From an optimization exercise on the open Yosys and OpenROAD flow, aimed at small area, a short achievable clock period and few clock cycles; shortcuts taken in it are not production practice. Function was not checked in any run shown here: the RTL went through the layout flow alone. No activity file was given, so power comes from the tool's default toggle rates.

==> flow/run.sh <==
#!/bin/bash
# Standard layout, with the smallest buffer on the ports.
export BUFFER_PORTS_ARGS="-buffer_cell sky130_fd_sc_hd__buf_1"
bash standard.sh > standard.log 2>&1
==> standard.sh <==
#!/bin/bash
# synth_recipe.tcl (not shown) runs the flow's synth.tcl, then flattens the netlist and writes it again
# the make line also repeats each setting of config.mk as NAME=value (left out here)
make -C /OpenROAD-flow-scripts/flow DESIGN_CONFIG=/design/flow/config.mk WORK_HOME=/design/flow/orfs CLKGATE_MAP_FILE= SYNTH_SCRIPT=/design/flow/synth_recipe.tcl "${@:-finish}"
==> config.mk <==
export PLATFORM = sky130hd
export DESIGN_NAME = roller_dec
export DESIGN_NICKNAME = roller_dec
export VERILOG_FILES = /design/flow/design.v
export SDC_FILE = /design/flow/constraint.sdc
export NUM_CORES = 4
export LEC_CHECK = 0
export ABC_AREA = 1
export CAP_MARGIN = 20
export CORE_MARGIN = 2
export CORE_UTILIZATION = 40
export CTS_BUF_LIST = sky130_fd_sc_hd__clkbuf_8
export CTS_CLUSTER_DIAMETER = 100
export CTS_CLUSTER_SIZE = 30
export SETUP_SLACK_MARGIN = 3.0
export SLEW_MARGIN = 20
==> constraint.sdc <==
create_clock -name core_clock -period 5.5 [get_ports {clk}]
set_input_delay 1.1000 -clock core_clock [delete_from_list [all_inputs] [get_ports {clk}]]
set_output_delay 1.1000 -clock core_clock [all_outputs]
set_load 0.01 [all_outputs]
==> design.v <==
module roller_dec (
    input  wire        clk,
    input  wire        rst,          
    input  wire        start,        
    input  wire [1:0]  bucket,       
    output wire        idle,
    output reg         done,         
    output reg  [1:0]  status,       
    input  wire        in_valid,
    input  wire [7:0]  in_data,
    output wire        in_ready,
    output wire        wr_en,
    output wire [11:0] wr_addr,
    output wire [7:0]  wr_data,
    output wire        rd_en,
    output wire [11:0] rd_addr,
    input  wire [7:0]  rd_data       
);
    localparam [1:0] ST_OK       = 2'd0,
                     ST_BAD_CODE = 2'd1,
                     ST_BAD_DIST = 2'd2,
                     ST_OVERRUN  = 2'd3;
    reg s_idle;     
    reg s_h0;       
    reg s_h1;       
    reg s_h2;       
    reg s_h3;       
    reg s_tok;      
    reg s_a1;       
    reg s_a2;       
    reg s_a3;       
    reg s_mchk;     
    reg s_mpre;     
    reg s_run;      
    reg s_lit;      
    reg [7:0]  ib;          
    reg        iv;          
    reg [7:0]  rdr;         
    reg        k_fill;      
    reg        k_long;      
    reg        bdist;       
    reg        d1;          
    reg        slow;        
    reg [1:0]  ph;          
    reg [1:0]  code;        
    reg [11:0] rem;         
    reg [12:0] p;           
    reg [12:0] cnt;         
    reg [11:0] rp;          
    wire takes   = s_h0 || s_h1 || s_h2 || s_h3 || s_tok || s_a1 || s_a2 || s_a3 || s_lit;
    wire v       = iv;
    wire take    = iv && takes;
    wire run_wr  = s_run && (!slow || ph == 2'd2);
    assign idle     = s_idle;
    assign wr_en    = run_wr || (s_lit && iv);
    assign wr_addr  = p[11:0];
    assign wr_data  = s_run ? (k_fill ? rp[7:0] : rdr) : ib;
    assign rd_en    = !s_idle && !(d1 && (s_mpre || s_run));
    assign rd_addr  = rp;
    assign in_ready = !s_idle && (!iv || takes);
    wire [11:0] rem_dec = rem - 12'd1;
    wire [12:0] cnt_dec = cnt - 13'd1;
    wire        cnt_end = (cnt == 13'd0);
    wire        rem_end = (rem == 12'd0);
    function automatic gt12(input [11:0] a, input [11:0] b);
        integer i;
        reg g;
        begin
            g = 1'b0;
            for (i = 0; i < 12; i = i + 1)
                g = (a[i] & ~b[i]) | (~(a[i] ^ b[i]) & g);
            gt12 = g;
        end
    endfunction
    wire        ovr     = p[12] || cnt[12] || gt12(cnt[11:0], ~p[11:0]);
    wire [7:0]  t       = ib;
    wire        t_lit   = !t[7];
    wire        t_short = t[7:6] == 2'b10;
    wire        t_long  = t[7:4] == 4'hC;
    wire        t_fill  = t[7:4] == 4'hD;
    wire [6:0]  n       = t[6:0];
    wire        lit_bad = !gt12(rem_dec, {5'd0, n});
    wire        lit_ovr = gt12({5'd0, n}, ~p[11:0]);
    wire        rem_lt4 = (rem[11:2] == 10'd0);
    wire        arg_bad = t_short ? (rem_lt4 && !rem[1]) :
                          t_long  ? rem_lt4 : (rem_lt4 && !(rem[1] && rem[0]));
    wire [11:0] tl      = {ib[3:0], rem[7:0]};
    wire        tl_bad  = (ib[7:4] != 4'd0) || (tl == 12'd0) ||
                          gt12({10'd0, tl[11:10]}, {10'd0, code}) ||
                          (tl[11:10] == code && tl[9:2] == 8'hFF && tl[1:0] != 2'd0);
    wire [11:0] dval    = {rp[11:8], ib};
    wire [13:0] rsum    = {1'b0, p} + {2'b11, ~dval};
    wire [8:0]  lo6     = {1'b0, ib} + 9'd6;
    wire [4:0]  hi_sum  = {1'b0, ib[3:0]} + {4'd0, cnt[8]};
    reg        fin;
    reg [1:0]  fst;
    reg        n_idle, n_h0, n_h1, n_h2, n_h3, n_tok, n_a1, n_a2, n_a3, n_mchk, n_mpre, n_run, n_lit;
    always @(*) begin
        fin = 1'b0;
        fst = ST_OK;
        n_idle = 1'b0; n_h0 = 1'b0; n_h1 = 1'b0; n_h2 = 1'b0; n_h3 = 1'b0; n_tok = 1'b0;
        n_a1 = 1'b0; n_a2 = 1'b0; n_a3 = 1'b0; n_mchk = 1'b0; n_mpre = 1'b0; n_run = 1'b0;
        n_lit = 1'b0;
        if (s_idle) begin
            if (!start)              n_idle = 1'b1;
            else if (bucket == 2'd3) n_lit  = 1'b1;
            else                     n_h0   = 1'b1;
        end
        if (s_h0) begin
            if (!v)                     n_h0 = 1'b1;
            else if (ib != 8'h01)       begin fin = 1'b1; fst = ST_BAD_CODE; end
            else                        n_h1 = 1'b1;
        end
        if (s_h1) begin
            if (!v)                     n_h1 = 1'b1;
            else if (ib != {6'd0, code}) begin fin = 1'b1; fst = ST_BAD_CODE; end
            else                        n_h2 = 1'b1;
        end
        if (s_h2) begin
            if (!v) n_h2 = 1'b1;
            else    n_h3 = 1'b1;
        end
        if (s_h3) begin
            if (!v)          n_h3 = 1'b1;
            else if (tl_bad) begin fin = 1'b1; fst = ST_BAD_CODE; end
            else             n_tok = 1'b1;
        end
        if (s_tok) begin
            if (rem_end)                  begin fin = 1'b1; fst = p[12] ? ST_OK : ST_BAD_CODE; end
            else if (p[12])               begin fin = 1'b1; fst = ST_OVERRUN; end
            else if (!v)                  n_tok = 1'b1;
            else if (t_lit) begin
                if (lit_bad)              begin fin = 1'b1; fst = ST_BAD_CODE; end
                else if (lit_ovr)         begin fin = 1'b1; fst = ST_OVERRUN; end
                else                      n_lit = 1'b1;
            end
            else if (!(t_short || t_long || t_fill) || arg_bad)
                                          begin fin = 1'b1; fst = ST_BAD_CODE; end
            else                          n_a1 = 1'b1;
        end
        if (s_a1) begin
            if (!v)                       n_a1 = 1'b1;
            else if (k_fill || k_long)    n_a2 = 1'b1;
            else                          n_mchk = 1'b1;
        end
        if (s_a2) begin
            if (!v)                       n_a2 = 1'b1;
            else if (!k_fill)             n_a3 = 1'b1;
            else if (ovr)                 begin fin = 1'b1; fst = ST_OVERRUN; end
            else                          n_run = 1'b1;
        end
        if (s_a3) begin
            if (!v)                       n_a3 = 1'b1;
            else                          n_mchk = 1'b1;
        end
        if (s_mchk) begin
            if (bdist)                    begin fin = 1'b1; fst = ST_BAD_DIST; end
            else if (ovr)                 begin fin = 1'b1; fst = ST_OVERRUN; end
            else if (slow)                n_run = 1'b1;
            else                          n_mpre = 1'b1;
        end
        if (s_mpre)                       n_run = 1'b1;
        if (s_run) begin
            if (run_wr && cnt_end)        n_tok = 1'b1;
            else                          n_run = 1'b1;
        end
        if (s_lit) begin
            if (v && cnt_end)             n_tok = 1'b1;
            else                          n_lit = 1'b1;
        end
        if (fin) n_idle = 1'b1;
    end
    always @(posedge clk) begin
        if (rst) begin
            s_idle <= 1'b1;
            s_h0 <= 1'b0; s_h1 <= 1'b0; s_h2 <= 1'b0; s_h3 <= 1'b0; s_tok <= 1'b0;
            s_a1 <= 1'b0; s_a2 <= 1'b0; s_a3 <= 1'b0; s_mchk <= 1'b0; s_mpre <= 1'b0;
            s_run <= 1'b0; s_lit <= 1'b0;
            done   <= 1'b0;
        end else begin
            s_idle <= n_idle; s_h0 <= n_h0; s_h1 <= n_h1; s_h2 <= n_h2; s_h3 <= n_h3; s_tok <= n_tok;
            s_a1 <= n_a1; s_a2 <= n_a2; s_a3 <= n_a3; s_mchk <= n_mchk; s_mpre <= n_mpre;
            s_run <= n_run; s_lit <= n_lit;
            done   <= fin;
        end
    end
    always @(posedge clk) begin
        status <= fst;
        rdr    <= rd_data;
        if (in_valid && in_ready) begin
            ib <= in_data;
            iv <= 1'b1;
        end else if (take || s_idle) begin
            iv <= 1'b0;
        end
        if (s_idle && start) begin
            code <= bucket;
            p    <= 13'd0;
            cnt  <= 13'd4095;
            rem  <= 12'd0;
        end
        if (wr_en) p <= p + 13'd1;
        if (v) begin
            if (s_h2) rem[7:0] <= ib;
            if (s_h3) rem <= tl;
            if (s_tok || s_a1 || s_a2 || s_a3 || s_lit) rem <= rem_dec;
        end
        if (s_tok && v) begin
            k_fill    <= t[6] & t[4];
            k_long    <= t[6] & ~t[4];
            rp[11:8]  <= t[3:0];
            cnt[7:0]  <= t[7] ? {5'd0, {1'b0, t[5:4]} + 3'd2} : {1'b0, n};
            cnt[12:8] <= (t[7:6] == 2'b11) ? {1'b0, t[3:0]} : 5'd0;
        end
        if (s_a1 && v) begin
            if (k_fill) begin
                cnt[7:0] <= ib;
            end else begin
                rp    <= rsum[11:0];
            end
        end
        if (s_a1) begin
            bdist <= rsum[13];
            d1    <= (dval == 12'd0);
            slow  <= (dval == 12'd1);
        end
        if (s_a2 && v) begin
            if (k_fill) rp[7:0] <= ib;
            else        cnt[8:0] <= lo6;
        end
        if (s_a3 && v)
            cnt[12:8] <= (ib[7:4] != 4'd0) ? 5'h1F : hi_sum;
        if (s_mchk || s_mpre || (s_run && !k_fill && (!slow || ph == 2'd0)))
            rp <= rp + 12'd1;
        if (s_mchk)     ph <= 2'd1;
        else if (s_run) ph <= (ph == 2'd2) ? 2'd0 : ph + 2'd1;
        if (run_wr || (s_lit && v)) cnt <= cnt_dec;
    end
endmodule
==> impl_metrics.tcl, run 1 <==
set metrics [dict create \
    cp_data_required_time_ps 4400 \
    intPower_uw 1300 \
    syn_area_per_cell_um2 7.53 \
    met2WireLength_um 9610 \
    synth_ff_type "dfxtp_1" \
    final_antenna_net_count 0 \
    stdcell_area_mm2 0.00788 \
    p_leak_uw 0.00344 \
    layout_common_cells "122 x nand2_1, 112 x inv_1, 87 x nor2_1" \
    grt_pass1_vias 5725 \
    cts_hold_buf 0 \
    tightestPinTransition_ps 652 \
    r2r_setup_slack_ps 2970 \
    clock_latency_ps 390 \
    final_common_cell "nand2_1" \
    status "finished clean" \
    htreeDepth 3 \
    clock_skew_ps 13.9 \
    antenna_found_initial 0 \
    ir_worst_vdd_mv 0.127 \
    grt.overflow.total 0 \
    synth_seq_area_share_pct 34.8 \
    vias 6388 \
    synth_edf_count 40 \
    slew_headroom_pct 56.1 \
    gr-usage-all-layers_pct 23.8 \
    via_per_inst 5.37 \
    cap_violations 0 \
    yosys_warnings 1 \
    max_freq_ghz 0.385 \
    drc 0 \
    firstDrtPassIters 6 \
    worstPathArrival_ps 1500 \
    top_layer "met4" \
    rsz0062_at_grt "true" \
    initial_utilization_pct 40.8 \
    ff2ff_path_depth 16 \
    clockRootBuffer "clkbuf_8" \
    clockBufferDepth 2 \
    die_y_um 131 \
    io_buffers 60 \
    drive_gt1_share_pct 19.3 \
    cp-end-kind "output pin" \
    grt_max_degree 23 \
    cp_max_fo 2 \
    maxSlewViolCount 0 \
    antenna_cells 0 \
    post_drt_wl_per_cell_um 17.2 \
    async_reset_ff_share_pct 0 \
    tritoncts.num_buffers 9 \
    p_clk_share_pct 21.6 \
    cts_tree "yes" \
    r2r_end "done$_SDFF_PP0_" \
    pre_cts_ws_ps 2490 \
    r2r_start "rem[3]$_DFFE_PP_" \
    worstSetupPathType "reg -> out" \
    setup_viol 0 \
    grt_pass1_wl_um 31200 \
    fillers 1563 \
    hpwl_um 13800 \
    period_share_pct 47.3 \
    drt_iter0_markers 555 \
    rows 46 \
    hold_viol_final 0 \
    synth_area_mm2 0.00645 \
    dieArea_mm2 0.0172 \
    clk_pin_slew_ps 110 \
    place_area_mm2 0.00677 \
    min_path_type "reg -> reg" \
    synth_seq_cells 92 \
    cts_sinks 92 \
    min_period_ps 2600 \
    p_comb_share_pct 36.5 \
    switching_share_pct 39.0 \
    power_density_mw_per_mm2 270 \
    netlist_instances 856 \
    die-width_um 131 \
    met3WireLength_um 1310 \
    min_path_cells 1 \
    seq_power_share_pct 42.0 \
    totalWireLength_um 20500 \
    place.gp.congestion 0.892 \
    critPathLaunchType "flop" \
    setup_tns_ps 0 \
    synth_fp_nets 926 \
    coreArea_mm2 0.0158 \
    min_to "ph[1]$_SDFFE_PP0P_" \
    final_core_util_pct 49.8 \
    area_growth_pct 22.2 \
    hp-start "s_mchk$_SDFF_PP0_" \
    met1_length_um 8990 \
    power.net_switching_uw 830 \
    synth_cell_types 52 \
    layout_setup_ws_ps 2900 \
    fin_nets 1039 \
    io_pins 61 \
]
## cell usage after synthesis, types with 7 or more instances
cell type | n | area [um^2]
ha_1 | 47 | 588
nand2_1 | 125 | 469
edfxtp_1 | 40 | 1200
o22ai_1 | 12 | 75.1
o31ai_1 | 8 | 60.1
nand3_1 | 31 | 155
inv_1 | 121 | 454
nor3_1 | 28 | 140
a21oi_1 | 54 | 270
buf_4 | 18 | 135
a31oi_1 | 12 | 75.1
nor2_1 | 93 | 349
xnor2_1 | 9 | 78.8
dfxtp_1 | 52 | 1040
a221oi_1 | 9 | 78.8
clkbuf_1 | 18 | 67.6
o21ai_0 | 69 | 345
xor2_1 | 24 | 210
nand4_1 | 7 | 43.8
## worst max-delay path, stage by stage, from the launching register on
cell and delay [ps]:
edfxtp_1 370, inv_2 50, a21oi_2 130, nor2_2 60, a21oi_2 180, buf_12 150, clkinv_8 50, buf_6 110
## logic make-up (layout without fill, tap and decap cells)
logic type | Yosys count | in the layout | synth area share [%]
DFF | 92 | 92 | 34.8
xor gates and xnor gates | 33 | 33 | 4.48
AOI/OAI and AO/OA | 202 | 202 | 18.7
adders and majority gates | 48 | 48 | 9.43
and+or+nand+nor | 312 | 312 | 21.5
buffers and inverters | 169 | 287 | 11.1
## cell type report
| cell class | instances | area, um^2 | share of cell area [%] |
|---|---|---|---|
| Inverter | 131 | 527 | 6.68 |
| Clock buffer | 9 | 124 | 1.57 |
| Timing Repair Buffer | 140 | 906 | 11.5 |
| Tap cell | 216 | 270 | 3.43 |
| Multi-Input combinational cell | 595 | 3740 | 47.5 |
| Clock inverter | 7 | 57.6 | 0.730 |
| Sequential cell | 92 | 2260 | 28.6 |
## per-layer routing
| metal | up-vias | GRT usage, % |
|---|---|---|
| met5 | - | 0 |
| met1 | 2981 | 32.3 |
| met2 | 252 | 38.5 |
| met3 | 37 | 3.18 |
| li1 | 3118 | - |
| met4 | 0 | 9.45 |
## power by group through the flow
stage	Combinational [uW]	Sequential (uW)	Clock (uW)
after CTS	700	889	466
after detailed placement	628	915	0
after floorplan	497	886	0
final	776	893	459
after global placement	625	914	0
after global routing	879	906	493
## worst max path at each step
| stage | startpoint | endpoint | slack [ps] |
|---|---|---|---|
| 2_1_floorplan | ib[1]$_DFFE_PP_ | rp[11]$_DFF_P_ | 3010 |
| 3_3_place_gp | s_run$_SDFF_PP0_ | wr_en | 2530 |
| 3_5_place_dp | ib[1]$_DFFE_PP_ | rp[11]$_DFF_P_ | 2490 |
| 4_1_cts | s_a2$_SDFF_PP0_ | in_ready | 2870 |
| 5_1_grt | s_a1$_SDFF_PP0_ | in_ready | 2830 |
| 6_report | slow$_DFFE_PP_ | wr_en | 2900 |
## sequential cells by signal, summed over array words and instances (netlist names), 2 cells and up, named ones only
signal  flops
status      2
rp         12
code        2
ph          2
p          13
ib          8
rem        12
rdr         8
cnt        13
## stage by stage
stage	hold WS, ps	power, uW	cells
global placement	433	1540	1099
finish	471	2130	1190
floorplan	418	1380	856
CTS	465	2060	1171
global route	514	2280	1190
detailed placement	435	1540	1099
## what timing repair did
| item | in CTS | in global routing |
|---|---|---|
| buffers inserted | 55 | 19 |
| setup endpoints to repair | 35 | 26 |
| pin swaps | 15 | 30 |
| gates cloned | 1 | 0 |
| gates resized for setup | 58 | 52 |
==> run 2, diff against run 1 <==
--- a/config.mk
+++ b/config.mk
@@ -12,5 +12,5 @@
 export CTS_BUF_LIST = sky130_fd_sc_hd__clkbuf_8
 export CTS_CLUSTER_DIAMETER = 100
 export CTS_CLUSTER_SIZE = 30
-export SETUP_SLACK_MARGIN = 3.0
+export SETUP_SLACK_MARGIN = 3.2
 export SLEW_MARGIN = 20
==> run 2 against run 1 <==
  * Still clean on timing, DRC and antenna
  * Cell count increased by 2.4%
  * Sequential share of layout area decreased by 1.8 points
  * Area after synthesis unchanged
  * Combinational power increased by 8.5%
  * Flip-flop and latch count unchanged
  * Hold slack improved by 7.3 ps
  * Synthesized cell count unchanged
  * Setup slack got worse by 83 ps
  * Clock power increased by 4%
  * Critical path type unchanged
==> impl_metrics.tcl, run 2 <==
set metrics [dict create \
    final_common_cell "nand2_1" \
    grt_max_degree 23 \
    synth_area_mm2 0.00645 \
    cap_violations 0 \
    hold_viol_final 0 \
    setup_tns_ps 0 \
    yosys.area_share.simple_pct 21.5 \
    final_core_util_pct 53.2 \
    setup_viol 0 \
    synth_top_family_by_area "simple AND/OR/NAND/NOR gates" \
    worstSetupPathType "reg -> out" \
    initial_utilization_pct 40.8 \
    synth_seq_area_share_pct 34.8 \
    hpwl_um 14100 \
    min_path_type "reg -> reg" \
    firstDrtPassIters 5 \
    die_y_um 131 \
    grt_pass1_vias 6112 \
    ys_top_cells_by_area "edfxtp_1 19%, dfxtp_1 16%, ha_1 9.1%, nand2_1 7.3%, inv_1 7.0%" \
    yosys_warnings 1 \
    clock_skew_ps 18.0 \
    power_density_mw_per_mm2 262 \
    grt_pass1_wl_um 33100 \
    synth_fa_ha_area_share_pct 9.43 \
    post_drt_wl_per_cell_um 18.2 \
    clk_pin_slew_ps 110 \
    place_area_mm2 0.00681 \
    async_reset_ff_share_pct 0 \
    cp_max_fo 2 \
    slew_headroom_pct 45.7 \
    rows 46 \
    final_antenna_net_count 0 \
    vias 6708 \
    cp_slowest_cell "dfxtp_4" \
    maxSlewViolCount 0 \
    grt.overflow.total 0 \
    drc 0 \
    io_buffers 60 \
    clockBufferDepth 2 \
    gr-usage-all-layers_pct 25.5 \
    antenna_cells 0 \
    synth_mux_area_share_pct 0 \
    layout_common_cells "119 x nand2_1, 107 x inv_1, 82 x nor2_1" \
    stdcell_area_mm2 0.00842 \
    synth_top_area_share_pct 18.6 \
    clockRootBuffer "clkbuf_8" \
    status "finished clean" \
    cts_sinks 92 \
    coreArea_mm2 0.0158 \
    tritoncts.num_buffers 9 \
    cp_data_required_time_ps 4400 \
    period_share_pct 48.8 \
    critPathLaunchType "flop" \
    p_leak_uw 0.00369 \
    htreeDepth 3 \
    totalWireLength_um 22200 \
    rsz0062_at_grt "true" \
    die-width_um 131 \
    place.gp.congestion 0.888 \
    drt_iter0_markers 686 \
    via_per_inst 5.51 \
    path_cells "nor3_4 > and2_4 > nand4_1 > inv_1 > nor2_1 > clkbuf_2" \
    synth_cell_types 52 \
    synth_commonest_cells "125 x nand2_1, 121 x inv_1, 93 x nor2_1, 69 x o21ai_0, 54 x a21oi_1" \
    min_period_ps 2680 \
    cp-end-kind "output pin" \
    worstPathArrival_ps 1580 \
    netlist_instances 856 \
    max_freq_ghz 0.373 \
    fin_nets 1067 \
    area_growth_pct 30.6 \
    io_pins 61 \
    tightestPinTransition_ps 808 \
    critPathMaxStageDelay_ps 370 \
    antenna_found_initial 0 \
    crit_family "simple AND/OR/NAND/NOR gates" \
    dieArea_mm2 0.0172 \
    top_regs "cnt x13, p x13" \
    syn_area_per_cell_um2 7.53 \
    clock_latency_ps 400 \
    yosys.area.top_type "edfxtp_1" \
    ir_worst_vdd_mv 0.122 \
    synth_fp_nets 926 \
    synth_edf_count 40 \
    synth_compound_area_share_pct 18.7 \
    synth.most_common_cell "nand2_1" \
    drive_gt1_share_pct 25.3 \
    synth_seq_cells 92 \
    synth_ff_type "dfxtp_1" \
    crit_buf_inv 2 \
    cts_tree "yes" \
    synth_xor_area_share_pct 4.48 \
]
run 2: cell count changes in the layout (fill, tap and decap cells not counted), moves of 5 or more:
cell,previous run,this run
buf_1,52,46
buf_4,70,76
buf_6,8,29
clkinvlp_4,0,5
inv_1,112,107
nand3_1,31,24
nand3_2,5,12
nor2_1,87,82
nor2_4,0,5
run 2: timing repair:
action / in CTS / in global routing
endpoints found under the hold margin: 0 / 0
setup buffers: 79 / 22
pin swaps: 22 / 44
endpoints found under the setup margin: 46 / 53
hold buffers: 0 / 0
resized for setup: 81 / 91
cloned: 3 / 0
run 2: area by class of cell:
type                       count  area, um^2
fill                        1490        7400
multi-input combinational    595        3910
sequential                    92        2260
timing repair buffer         167        1240
inverter                     131         539
tap                          216         270
clock buffer                   9         124
clock inverter                 7        76.3
timing repair inverter         1        7.51
run 2: path summary, 6_finish.rpt:
check	start	to	slack, ps	depth (start not counted)
max	s_a1$_SDFF_PP0_	in_ready	2820	6
min	slow$_DFFE_PP_	s_mpre$_SDFF_PP0_	480	1
max reg2reg	iv$_SDFFE_PP1P_	ib[7]$_DFFE_PP_	2850	15
min reg2reg	slow$_DFFE_PP_	s_mpre$_SDFF_PP0_	480	1
run 2: stage by stage:
stage                     instances  total power [uW]  hold WS [ps]  setup slack, ps
after floorplan                 856              1390           418             3110
after global placement         1098              1550           428             2600
after detailed placement       1098              1560           436             2570
after CTS                      1196              2120           472             2870
after global routing           1218              2340           497             2750
final                          1218              2210           478             2820
run 2: worst register-to-register path, stage by stage (launching register included):
cell and delay, ps:
dfxtp_1 320, buf_4 210, nand4_1 180, inv_1 90, buf_4 140, buf_4 120, buf_4 120, buf_4 120
buf_4 120, buf_4 120, buf_4 120, buf_4 120, buf_4 120, buf_4 120, nor3_1 130, buf_4 210
run 2: routing by layer:
layer	up-vias	GRT usage, %	part of all wire [%]
met5	-	0	0
met3	64	4.07	7.1
met4	0	11.5	4.7
met2	303	41.9	46
met1	3154	33.1	42
li1	3187	-	-
run 2: cells by family (layout without fill, tap and decap cells):
kind of cell    count (synthesis)  count (layout)
flops                          92              92
fa+ha+maj                      48              48
buf+inv                       169             315
compound gates                202             202
xor+xnor                       33              33
simple gates                  312             312
run 2: where the power goes:
part / switching, uW / internal, uW
combinational: 479 / 363
clock: 296 / 181
sequential: 99.1 / 792
total: 874 / 1330
==> run 3, diff against run 2 <==
--- a/design.v
+++ b/design.v
@@ -32,6 +32,10 @@
     reg s_mchk;     
     reg s_mpre;     
     reg s_run;      
+    reg s_r0;       
+    reg s_r1;       
+    reg s_r2;       
+    reg tk;         
     reg s_lit;      
     reg [7:0]  ib;          
     reg        iv;          
@@ -41,23 +45,21 @@
     reg        bdist;       
     reg        d1;          
     reg        slow;        
-    reg [1:0]  ph;          
     reg [1:0]  code;        
     reg [11:0] rem;         
     reg [12:0] p;           
     reg [12:0] cnt;         
     reg [11:0] rp;          
-    wire takes   = s_h0 || s_h1 || s_h2 || s_h3 || s_tok || s_a1 || s_a2 || s_a3 || s_lit;
     wire v       = iv;
-    wire take    = iv && takes;
-    wire run_wr  = s_run && (!slow || ph == 2'd2);
+    wire take    = iv && tk;
+    wire run_wr  = s_run || s_r2;
     assign idle     = s_idle;
     assign wr_en    = run_wr || (s_lit && iv);
     assign wr_addr  = p[11:0];
-    assign wr_data  = s_run ? (k_fill ? rp[7:0] : rdr) : ib;
+    assign wr_data  = s_lit ? ib : (k_fill ? rp[7:0] : rdr);
     assign rd_en    = !s_idle && !(d1 && (s_mpre || s_run));
     assign rd_addr  = rp;
-    assign in_ready = !s_idle && (!iv || takes);
+    assign in_ready = tk || (!iv && !s_idle);
     wire [11:0] rem_dec = rem - 12'd1;
     wire [12:0] cnt_dec = cnt - 13'd1;
     wire        cnt_end = (cnt == 13'd0);
@@ -95,12 +97,13 @@
     reg        fin;
     reg [1:0]  fst;
     reg        n_idle, n_h0, n_h1, n_h2, n_h3, n_tok, n_a1, n_a2, n_a3, n_mchk, n_mpre, n_run, n_lit;
+    reg        n_r0, n_r1, n_r2;
     always @(*) begin
         fin = 1'b0;
         fst = ST_OK;
         n_idle = 1'b0; n_h0 = 1'b0; n_h1 = 1'b0; n_h2 = 1'b0; n_h3 = 1'b0; n_tok = 1'b0;
         n_a1 = 1'b0; n_a2 = 1'b0; n_a3 = 1'b0; n_mchk = 1'b0; n_mpre = 1'b0; n_run = 1'b0;
-        n_lit = 1'b0;
+        n_lit = 1'b0; n_r0 = 1'b0; n_r1 = 1'b0; n_r2 = 1'b0;
         if (s_idle) begin
             if (!start)              n_idle = 1'b1;
             else if (bucket == 2'd3) n_lit  = 1'b1;
@@ -156,13 +159,19 @@
         if (s_mchk) begin
             if (bdist)                    begin fin = 1'b1; fst = ST_BAD_DIST; end
             else if (ovr)                 begin fin = 1'b1; fst = ST_OVERRUN; end
-            else if (slow)                n_run = 1'b1;
+            else if (slow)                n_r1 = 1'b1;
             else                          n_mpre = 1'b1;
         end
         if (s_mpre)                       n_run = 1'b1;
         if (s_run) begin
-            if (run_wr && cnt_end)        n_tok = 1'b1;
+            if (cnt_end)                  n_tok = 1'b1;
             else                          n_run = 1'b1;
+        end
+        if (s_r0)                         n_r1 = 1'b1;
+        if (s_r1)                         n_r2 = 1'b1;
+        if (s_r2) begin
+            if (cnt_end)                  n_tok = 1'b1;
+            else                          n_r0 = 1'b1;
         end
         if (s_lit) begin
             if (v && cnt_end)             n_tok = 1'b1;
@@ -175,25 +184,26 @@
             s_idle <= 1'b1;
             s_h0 <= 1'b0; s_h1 <= 1'b0; s_h2 <= 1'b0; s_h3 <= 1'b0; s_tok <= 1'b0;
             s_a1 <= 1'b0; s_a2 <= 1'b0; s_a3 <= 1'b0; s_mchk <= 1'b0; s_mpre <= 1'b0;
-            s_run <= 1'b0; s_lit <= 1'b0;
+            s_run <= 1'b0; s_lit <= 1'b0; s_r0 <= 1'b0; s_r1 <= 1'b0; s_r2 <= 1'b0;
+            tk     <= 1'b0;
             done   <= 1'b0;
         end else begin
             s_idle <= n_idle; s_h0 <= n_h0; s_h1 <= n_h1; s_h2 <= n_h2; s_h3 <= n_h3; s_tok <= n_tok;
             s_a1 <= n_a1; s_a2 <= n_a2; s_a3 <= n_a3; s_mchk <= n_mchk; s_mpre <= n_mpre;
-            s_run <= n_run; s_lit <= n_lit;
+            s_run <= n_run; s_lit <= n_lit; s_r0 <= n_r0; s_r1 <= n_r1; s_r2 <= n_r2;
+            tk     <= n_h0 || n_h1 || n_h2 || n_h3 || n_tok || n_a1 || n_a2 || n_a3 || n_lit;
             done   <= fin;
         end
     end
     always @(posedge clk) begin
         status <= fst;
         rdr    <= rd_data;
-        if (in_valid && in_ready) begin
+        if (in_ready) begin
             ib <= in_data;
-            iv <= 1'b1;
-        end else if (take || s_idle) begin
-            iv <= 1'b0;
+            iv <= in_valid;
         end
         if (s_idle && start) begin
+            iv   <= 1'b0;
             code <= bucket;
             p    <= 13'd0;
             cnt  <= 13'd4095;
@@ -230,10 +240,8 @@
         end
         if (s_a3 && v)
             cnt[12:8] <= (ib[7:4] != 4'd0) ? 5'h1F : hi_sum;
-        if (s_mchk || s_mpre || (s_run && !k_fill && (!slow || ph == 2'd0)))
+        if (s_mchk || s_mpre || s_r0 || (s_run && !k_fill))
             rp <= rp + 12'd1;
-        if (s_mchk)     ph <= 2'd1;
-        else if (s_run) ph <= (ph == 2'd2) ? 2'd0 : ph + 2'd1;
         if (run_wr || (s_lit && v)) cnt <= cnt_dec;
     end
 endmodule
--- a/config.mk
+++ b/config.mk
@@ -12,5 +12,5 @@
 export CTS_BUF_LIST = sky130_fd_sc_hd__clkbuf_8
 export CTS_CLUSTER_DIAMETER = 100
 export CTS_CLUSTER_SIZE = 30
-export SETUP_SLACK_MARGIN = 3.2
+export SETUP_SLACK_MARGIN = 3.0
 export SLEW_MARGIN = 20
==> run 3 against run 2 <==
  * Non-clock buffer count decreased by 42
  * Register-to-register slack improved by 70 ps
  * Critical path type unchanged
  * Critical path depth decreased by 1
  * Final area shrank 7.7%
  * Sequential power down 3.4%
  * Largest cell class unchanged
==> impl_metrics.tcl, run 3 <==
set metrics [dict create \
    status "finished clean" \
    grt_pass1_wl_um 30800 \
    synth.most_common_cell "nand2_1" \
    cp_max_fo 6 \
    layout_setup_ws_ps 2730 \
    ir_worst_vdd_mv 0.118 \
    syn_area_per_cell_um2 7.53 \
    worstSetupPathType "reg -> out" \
    synth_ff_type "dfxtp_1" \
    critPathLaunchType "flop" \
    clock_latency_ps 420 \
    ff2ff_path_depth 18 \
    rows 46 \
    place.gp.congestion 0.913 \
    coreArea_mm2 0.0158 \
    r2r_setup_slack_ps 2920 \
    tritoncts.num_buffers 9 \
    layout_common_cells "121 x nand2_1, 101 x inv_1, 73 x nor2_1" \
    place_area_mm2 0.00673 \
    power_density_mw_per_mm2 266 \
    min_path_cells 2 \
    final_common_cell "nand2_1" \
    p_leak_uw 0.00332 \
    stdcell_area_mm2 0.00778 \
    maxSlewViolCount 0 \
    cts_sinks 94 \
    rsz0062_at_grt "true" \
    holdWs_ps 416 \
    drt_iter0_markers 729 \
    die-width_um 131 \
    grt_max_degree 26 \
    pre_cts_ws_ps 2170 \
    multi_input_area_mm2 0.00378 \
    clk_pin_slew_ps 120 \
    cap_violations 0 \
    drc 0 \
    io_pins 61 \
    initial_utilization_pct 40.6 \
    period_share_pct 50.4 \
    clock_skew_ps 22.0 \
    area_growth_pct 21.3 \
    synth_top_area_share_pct 18.7 \
    post_drt_wl_per_cell_um 17.6 \
    cts_hold_buf 0 \
    cp_data_required_time_ps 4400 \
    hold_viol_final 0 \
    r2r_start "rem[2]$_DFFE_PP_" \
    min_to "s_r2$_SDFF_PP0_" \
    intPower_uw 1260 \
    totalWireLength_um 20600 \
    synth_seq_cells 94 \
    cp-end-kind "output pin" \
    min_path_type "reg -> reg" \
    seq_area_mm2 0.00229 \
    r2r_end "status[0]$_DFF_P_" \
    hpwl_um 14200 \
    switching_share_pct 39.1 \
    synth_fp_nets 921 \
    synth_cell_types 52 \
    htreeDepth 3 \
    total_power_uw 2070 \
    max_freq_ghz 0.361 \
    firstDrtPassIters 5 \
    p_comb_share_pct 36.0 \
    setup_viol 0 \
    final_antenna_net_count 0 \
    via_per_inst 5.44 \
    antenna_cells 0 \
    grt.overflow.total 0 \
    vias 6357 \
    min_period_ps 2770 \
    synth_seq_area_share_pct 35.6 \
    dieArea_mm2 0.0171 \
    antenna_found_initial 0 \
    gr-usage-all-layers_pct 24.0 \
    hp-start "s_r1$_SDFF_PP0_" \
    p_clk_share_pct 22.3 \
    cts_tree "yes" \
    netlist_instances 851 \
    fin_nets 1018 \
    fillers 1592 \
    clockRootBuffer "clkbuf_8" \
    top_regs "cnt x13, p x13" \
    die_y_um 131 \
    slew_headroom_pct 35.2 \
    ys_top_cells_by_area "edfxtp_1 19%, dfxtp_1 17%, ha_1 9.2%, nand2_1 7.7%, inv_1 6.5%" \
    io_buffers 60 \
    tightestPinTransition_ps 965 \
    worstPathArrival_ps 1670 \
    yosys_warnings 1 \
    grt_pass1_vias 5580 \
    clockBufferDepth 2 \
    synth_area_mm2 0.00641 \
    async_reset_ff_share_pct 0 \
    drive_gt1_share_pct 19.8 \
    seq_power_share_pct 41.6 \
    yosys.area.top_type "edfxtp_1" \
    setup_tns_ps 0 \
    power.net_switching_uw 809 \
    synth_commonest_cells "132 x nand2_1, 111 x inv_1, 80 x nor2_1, 73 x a21oi_1, 67 x o21ai_0" \
    synth_edf_count 40 \
]
-- run 3: metal layers --
layer / GRT usage, % / routed length, um
met5: 0 / 0
met4: 8.89 / 509
met3: 3.66 / 1580
met2: 38.7 / 9610
met1: 32.6 / 8910
-- run 3: what timing repair did --
item | in CTS | in global routing
resized for setup | 61 | 61
cloned | 1 | 0
pin swaps | 19 | 41
buffers inserted | 29 | 31
setup endpoints to repair | 67 | 25
-- run 3: final cells by class --
class	instances	area share (%)
clock buffer	9	1.59
clock inverter	7	0.724
inverter	123	6.32
multi-input combinational	594	48.7
sequential	94	29.4
tap	216	3.47
timing repair buffer	125	9.68
timing repair inverter	1	0.0965
-- run 3: critical path: stages (launching register included) --
cell and delay [ps]:
edfxtp_1 480, clkinvlp_4 220, o21ai_2 190, a21oi_4 50, a21oi_2 150, buf_2 160
-- run 3: how the worst max path moves through the flow --
stage / start / end / slack, ps / cells after the start
after global routing: k_fill$_DFFE_PP_ / wr_data[1] / 2660 / 5
final: k_fill$_DFFE_PP_ / wr_data[0] / 2730 / 5
after CTS: k_fill$_DFFE_PP_ / wr_data[2] / 2780 / 5
after global placement: iv$_SDFFE_PP0P_ / wr_en / 2210 / 3
after floorplan: ib[1]$_DFFE_PP_ / rp[11]$_DFF_P_ / 3000 / 17
after detailed placement: iv$_SDFFE_PP0P_ / wr_en / 2170 / 3
-- run 3: power groups by stage --
stage | combinational, uW | clock, uW | sequential [uW]
2_1_floorplan | 437 | 0 | 861
3_3_place_gp | 556 | 0 | 891
3_5_place_dp | 558 | 0 | 893
4_1_cts | 633 | 470 | 865
5_1_grt | 828 | 490 | 869
6_report | 745 | 462 | 861
-- run 3: logic make-up after synthesis --
kind of cell | count (synthesis) | synth area share, %
xor gates and xnor gates | 32 | 4.37
buffers and inverters | 163 | 10.7
and+or+nand+nor | 311 | 21.5
AOI/OAI and AO/OA | 203 | 18.3
adders and majority gates | 48 | 9.49
DFF | 94 | 35.6
-- run 3: per-stage QoR --
stage                     util [%]  std cells
after floorplan                  -        851
after global placement        42.7       1092
after detailed placement      42.7       1092
after CTS                     46.2       1138
after global routing          49.3       1169
final                         49.3       1169
==> run 4, diff against run 3 <==
--- a/config.mk
+++ b/config.mk
@@ -12,5 +12,5 @@
 export CTS_BUF_LIST = sky130_fd_sc_hd__clkbuf_8
 export CTS_CLUSTER_DIAMETER = 100
 export CTS_CLUSTER_SIZE = 30
-export SETUP_SLACK_MARGIN = 3.0
+export SETUP_SLACK_MARGIN = 3.2
 export SLEW_MARGIN = 20
==> run 4 against run 3 <==
  * Flip-flop and latch count unchanged
  * Sequential share of layout area decreased by 0.97 points
  * Count of clock-buffer cells in the layout unchanged
  * Utilization increased by 1.8 points
  * Register-to-register slack got worse by 50 ps
  * Critical path type unchanged
  * Critical endpoint is now wr_data[1]
  * Largest cell class unchanged
==> impl_metrics.tcl, run 4 <==
set metrics [dict create \
    ir_worst_vdd_mv 0.121 \
    vias 6441 \
    hp-start "s_r1$_SDFF_PP0_" \
    synth_commonest_cells "132 x nand2_1, 111 x inv_1, 80 x nor2_1, 73 x a21oi_1, 67 x o21ai_0" \
    place_area_mm2 0.00676 \
    htreeDepth 3 \
    period_share_pct 50.1 \
    switching_share_pct 38.3 \
    r2r_setup_slack_ps 2870 \
    max_freq_ghz 0.363 \
    min_period_ps 2760 \
    grt_max_degree 22 \
    synth_fp_nets 921 \
    cts_sinks 94 \
    grt_pass1_wl_um 31600 \
    critPathLaunchType "flop" \
    critPathMaxStageDelay_ps 500 \
    crit_top_cell "a21oi_2" \
    die-width_um 131 \
    min_path_type "reg -> reg" \
    rsz0062_at_grt "true" \
    intPower_uw 1340 \
    die_y_um 131 \
    top_regs "cnt x13, p x13" \
    cap_violations 0 \
    path_cells "clkinvlp_4 > buf_4 > a21oi_2 > a21oi_2 > buf_2" \
    cp_slowest_cell "edfxtp_1" \
    grt.overflow.total 0 \
    power_density_mw_per_mm2 270 \
    dpl.cell_count 1092 \
    p_comb_share_pct 36.4 \
    synth_edf_count 40 \
    setup_viol 0 \
    ys_top_cells_by_area "edfxtp_1 19%, dfxtp_1 17%, ha_1 9.2%, nand2_1 7.7%, inv_1 6.5%" \
    p_leak_uw 0.00346 \
    place.gp.congestion 0.908 \
    antenna_found_initial 0 \
    clockBufferDepth 2 \
    dieArea_mm2 0.0171 \
    io_buffers 60 \
    p_clk_share_pct 24.1 \
    cts_hold_buf 0 \
    maxSlewViolCount 0 \
    coreArea_mm2 0.0158 \
    layout_common_cells "123 x nand2_1, 101 x inv_1, 71 x buf_4" \
    cp-end-kind "output pin" \
    rows 46 \
    area_growth_pct 25.7 \
    tightestPinTransition_ps 947 \
    firstDrtPassIters 5 \
    cp_max_fo 6 \
    fin_nets 1039 \
    slew_headroom_pct 36.9 \
    netlist_instances 851 \
    gr-usage-all-layers_pct 24.3 \
    clk_pin_slew_ps 110 \
    grt_pass1_vias 5754 \
    synth_ff_type "dfxtp_1" \
    worstPathArrival_ps 1660 \
    drive_gt1_share_pct 23.3 \
    yosys.area.top_type "edfxtp_1" \
    hpwl_um 13700 \
    cp_data_required_time_ps 4400 \
    async_reset_ff_share_pct 0 \
    final_common_cell "nand2_1" \
    synth_seq_cells 94 \
    hold_viol_final 0 \
    power.net_switching_uw 832 \
    totalWireLength_um 20800 \
    cts_tree "yes" \
    final_core_util_pct 51.1 \
    setup_tns_ps 0 \
    antenna_cells 0 \
    worstSetupPathType "reg -> out" \
    yosys_warnings 1 \
    synth_top_area_share_pct 18.7 \
    io_pins 61 \
    status "finished clean" \
    min_to "s_r2$_SDFF_PP0_" \
    r2r_start "p[1]$_SDFFCE_PP0P_" \
    r2r_end "bdist$_DFFE_PP_" \
    clockRootBuffer "clkbuf_8" \
    tritoncts.num_buffers 9 \
    synth_seq_area_share_pct 35.6 \
    ff2ff_path_depth 15 \
    via_per_inst 5.41 \
    min_path_cells 2 \
    drc 0 \
    clock_skew_ps 17.7 \
    synth.most_common_cell "nand2_1" \
    synth_area_mm2 0.00641 \
    instances_no_fill 1190 \
    syn_area_per_cell_um2 7.53 \
    initial_utilization_pct 40.6 \
    seq_power_share_pct 39.5 \
    final_antenna_net_count 0 \
    synth_cell_types 52 \
    holdWs_ps 411 \
    post_drt_wl_per_cell_um 17.5 \
    clock_latency_ps 410 \
    stdcell_area_mm2 0.00806 \
    drt_iter0_markers 602 \
]
-- run 4: power groups by stage --
stage               combinational (uW)  sequential, uW  clock, uW
floorplan                          445             862          0
global placement                   565             894          0
detailed placement                 567             895          0
CTS                                698             863        530
global route                       869             865        555
finish                             790             858        523
-- run 4: timing repair --
item                                    CTS  global route
gates resized for setup                  64            69
endpoints found under the setup margin   94            56
pin swaps                                30            29
setup buffers                            57            24
gates cloned                              1             0
-- run 4: through the flow --
step	power, uW	setup WS [ps]
floorplan	1310	3140
global placement	1460	2280
detailed placement	1460	2260
CTS	2090	2760
global route	2290	2670
finish	2170	2740
-- run 4: cell families after synthesis --
| kind of cell | synth area share [%] |
|---|---|
| flip-flops | 35.6 |
| AO/OA/AOI/OAI | 18.3 |
| AND/OR/NAND/NOR | 21.5 |
| adder cells (fa/ha/maj) | 9.49 |
| XOR/XNOR | 4.37 |
| buffers and inverters | 10.7 |
-- run 4: layer usage --
metal / track usage (%) / share of wire [%] / vias up
met5: 0 / 0 / -
met4: 9.20 / 3.4 / 0
met3: 4.11 / 6.4 / 46
met2: 39.6 / 46 / 247
met1: 32.5 / 44 / 3040
li1: - / - / 3108
-- run 4: worst max-delay path by stage --
stage | end | cells past startpoint | startpoint | slack [ps]
finish | wr_data[1] | 5 | k_fill$_DFFE_PP_ | 2740
global route | wr_data[6] | 5 | k_fill$_DFFE_PP_ | 2670
CTS | wr_data[6] | 5 | k_fill$_DFFE_PP_ | 2760
detailed placement | wr_en | 3 | iv$_SDFFE_PP0P_ | 2260
global placement | wr_en | 3 | iv$_SDFFE_PP0P_ | 2280
floorplan | rp[11]$_DFF_P_ | 17 | ib[1]$_DFFE_PP_ | 3140
-- run 4: cell type report --
cell class              count  area, um^2
clock inverters             7        87.6
repair inverters            1        7.51
flip-flops and latches     94        2290
well taps                 216         270
fillers                  1552        7710
repair buffers            146         985
clock buffers               9         124
inverters                 123         498
multi-input cells         594        3790
-- run 4: worst max-delay path: cells and delay by family, from the launching register on --
family,cells,cell delay [ps]
buffers and inverters,3,570
DFF,1,500
AOI/OAI and AO/OA,2,170

separate check: timing with driven ports:
The flow's constraints put no driver on any port. The routed layouts listed below were extracted and timed again, unchanged, in two steps.
Step 1 assumes that a clkbuf_16 drives the clock port and a buf_2 every other input.
Step 2 moves the port delays by t, midway between the first and last clock arrival at a register: inputs arrive t later, outputs are due t later. That takes back most of the time a late clock gives input paths.
Three values: no drivers, after step 1, after step 2; two values: the first two.
run | t, ns | slack for setup (ns) | worst setup path at the end | worst data-port slew with drivers (ns)
run 1 | 0.428 | 2.900 / 2.860 / 2.922 | input to register | 0.04
run 2 | 0.435 | 2.818 / 2.778 / 2.848 | register to register | 0.03
run 3 | 0.445 | 2.729 / 2.690 / 2.772 | input to register | 0.03
run 4 | 0.442 | 2.744 / 2.705 / 2.803 | input to register | 0.04
After both steps setup and hold are still met in every run listed.
